Background: an optimization exercise with open tools, aiming at small area, a short achievable clock period and few clock cycles per item. Do not read the settings as production practice. Function was checked by simulation only, so behaviour that the tests miss may differ from the original. No driver is modelled on the clock port, so clocking that relies on it looks cheaper here than on a real chip.

## xu_aes
module xu_aes (
    input  wire         clk,
    input  wire         rst,         
    input  wire         in_valid,
    output wire         in_ready,
    input  wire         in_key256,   
    input  wire [255:0] in_key,
    input  wire [127:0] in_block,
    output reg          out_valid,
    output wire [127:0] out_data
);
  function [7:0] xtime;
    input [7:0] b;
    xtime = {b[6:0], 1'b0} ^ (b[7] ? 8'h1b : 8'h00);
  endfunction
  localparam NC = 1;
  reg [NC-1:0] q_act;      
  reg [NC-1:0] q_k256;
  reg  [3:0]  q_rnd;       
  reg  [7:0]  q_rcon;
  reg         q_rot;       
  reg [127:0] q_state;
  reg [127:0] q_ka;        
  reg [127:0] q_kb;        
  reg  [31:0] q_kw;        
  reg         p_act;
  reg [NC-1:0] p_k256;
  reg  [3:0]  p_rnd;       
  reg [NC-1:0] p_last;     
  reg [NC-1:0] p_cont;     
  reg  [7:0]  p_rcon;
  reg         p_rot;
  reg [287:0] p_m;         
  reg  [71:0] p_km;        
  reg [127:0] p_kp;        
  reg [127:0] p_kb;
  reg [127:0] r_out;       
  assign out_data = r_out;
  genvar gi;
  wire order_ok = !q_act[0] || !q_k256[0] || (q_rnd >= 4'd4);
  reg  r_ready;
  assign in_ready = r_ready;
  wire       lastq0     = q_k256[0] ? (q_rnd == 4'd13) : (q_rnd == 4'd9);
  wire       p_cont_n   = q_act[0] && !lastq0;
  wire       q_act_n    = p_cont[0] || (in_valid && order_ok);
  wire       q_k256_n   = p_cont[0] ? p_k256[0] : in_key256;
  wire [3:0] q_rnd_n    = p_cont[0] ? p_rnd : 4'd0;
  wire       order_ok_n = !q_act_n || !q_k256_n || (q_rnd_n >= 4'd4);
  always @(posedge clk) begin
    if (rst)
      r_ready <= 1'b1;
    else
      r_ready <= !p_cont_n && order_ok_n;
  end
  wire [127:0] act_w, k256_w;
  generate
  ...
Settings: LEC_CHECK=0, ABC_CLOCK_PERIOD_IN_PS=5000, CAP_MARGIN=20, CORE_MARGIN=2, CORE_UTILIZATION=50, CTS_BUF_LIST=sky130_fd_sc_hd__clkbuf_8, CTS_CLUSTER_SIZE=20, PLACE_DENSITY=0.6, SETUP_SLACK_MARGIN=5, SLEW_MARGIN=20; clock period 10.0 ns.
standard.sh (not shown) runs the stock make flow with config.mk's settings and CLKGATE_MAP_FILE= SYNTH_SCRIPT=/design/flow/synth_recipe.tcl, a recipe that flattens the netlist after the stock synthesis.
==> flow/flow/run.sh <==
#!/bin/bash
set -euo pipefail
W=$(pwd)
SETUP_MARGIN=6.5
cat > "$W/my_synth.tcl" <<EOT
proc abc {args} {
  set i [lsearch -exact \$args -script]
  if {\$i >= 0} { set args [lreplace \$args \$i [expr {\$i + 1}] -script $W/flow/abc_nf.script] }
  puts "abc with flow/abc_nf.script: \$args"
  yosys abc {*}\$args
}
source $W/synth_recipe.tcl
EOT
bash standard.sh SYNTH_SCRIPT="$W/my_synth.tcl" \
  BUFFER_PORTS_ARGS="-buffer_cell sky130_fd_sc_hd__buf_1" \
  SETUP_SLACK_MARGIN="$SETUP_MARGIN" \
  CTS_ARGS="-sink_clustering_enable -repair_clock_nets -buf_list sky130_fd_sc_hd__clkbuf_8 -sink_clustering_size 12 -sink_clustering_max_diameter 100 -dont_use_dummy_load" \
  finish > "$W/standard.log" 2>&1
==> flow/flow/abc_nf.script <==
strash
&get -n
&fraig -x
&put
scorr
dc2
dretime
strash
&get -n
&dch -f
&nf -R 10
&put
buffer -c
topo
stime -c
upsize -c
dnsize -c
Testbench counts at the start, summed over its fixed seeds: cycles 24,800, blocks 2,048.
Next try:
--- a/flow/flow/run.sh
+++ b/flow/flow/run.sh
@@ -14,5 +14,3 @@
 bash standard.sh SYNTH_SCRIPT="$W/my_synth.tcl" \
   BUFFER_PORTS_ARGS="-buffer_cell sky130_fd_sc_hd__buf_1" \
-  SETUP_SLACK_MARGIN="$SETUP_MARGIN" \
-  CTS_ARGS="-sink_clustering_enable -repair_clock_nets -buf_list sky130_fd_sc_hd__clkbuf_8 -sink_clustering_size 12 -sink_clustering_max_diameter 100 -dont_use_dummy_load" \
-  finish > "$W/standard.log" 2>&1
+  SETUP_SLACK_MARGIN="$SETUP_MARGIN" finish > "$W/standard.log" 2>&1
Result: Final area goes up by 4.7%. Die area is unchanged. Clock-buffer cell count is higher by 132. Via count rises by 1.7%. Core utilization increases by 2.6 points. Area after synthesis stays the same. Setup slack improved by 0.12 ns. Sequential cell count stays the same.

==> what the ideal ports hide <==
The results above use ideal ports. As a check the final layouts listed here were re-extracted and re-timed, cells and wires unchanged. Step 1 sets driving cells, clkbuf_16 on the clock port and buf_2 on the other inputs (assumed; they add their load-dependent delay and slew). Step 2 adds t to the input delays and takes it off the output delays; t is the mean of the earliest and latest rising clock arrival at the registers after step 1. Input paths then give back, and output paths get back, about the clock's delay inside the block. Three values: no drivers, after step 1, after step 2; two values: the first two.
run | t (ns) | setup WS [ns] | latest minus earliest clock arrival (ns) | worst register clock-pin slew, ns | worst data-port slew with drivers (ns)
the first run | 0.865 | 6.411 / 6.411 / 6.237 | 0.069 / 0.069 | 0.10 / 0.10 | 0.18
the second run | 0.955 | 6.530 / 6.485 / 6.246 | 0.063 / 0.063 | 0.07 / 0.07 | 0.19
After both steps setup and hold are still met in every run listed. The setup slack of the second run, which loses most, moves by -0.045 ns with the drivers and by -0.284 ns with both steps.
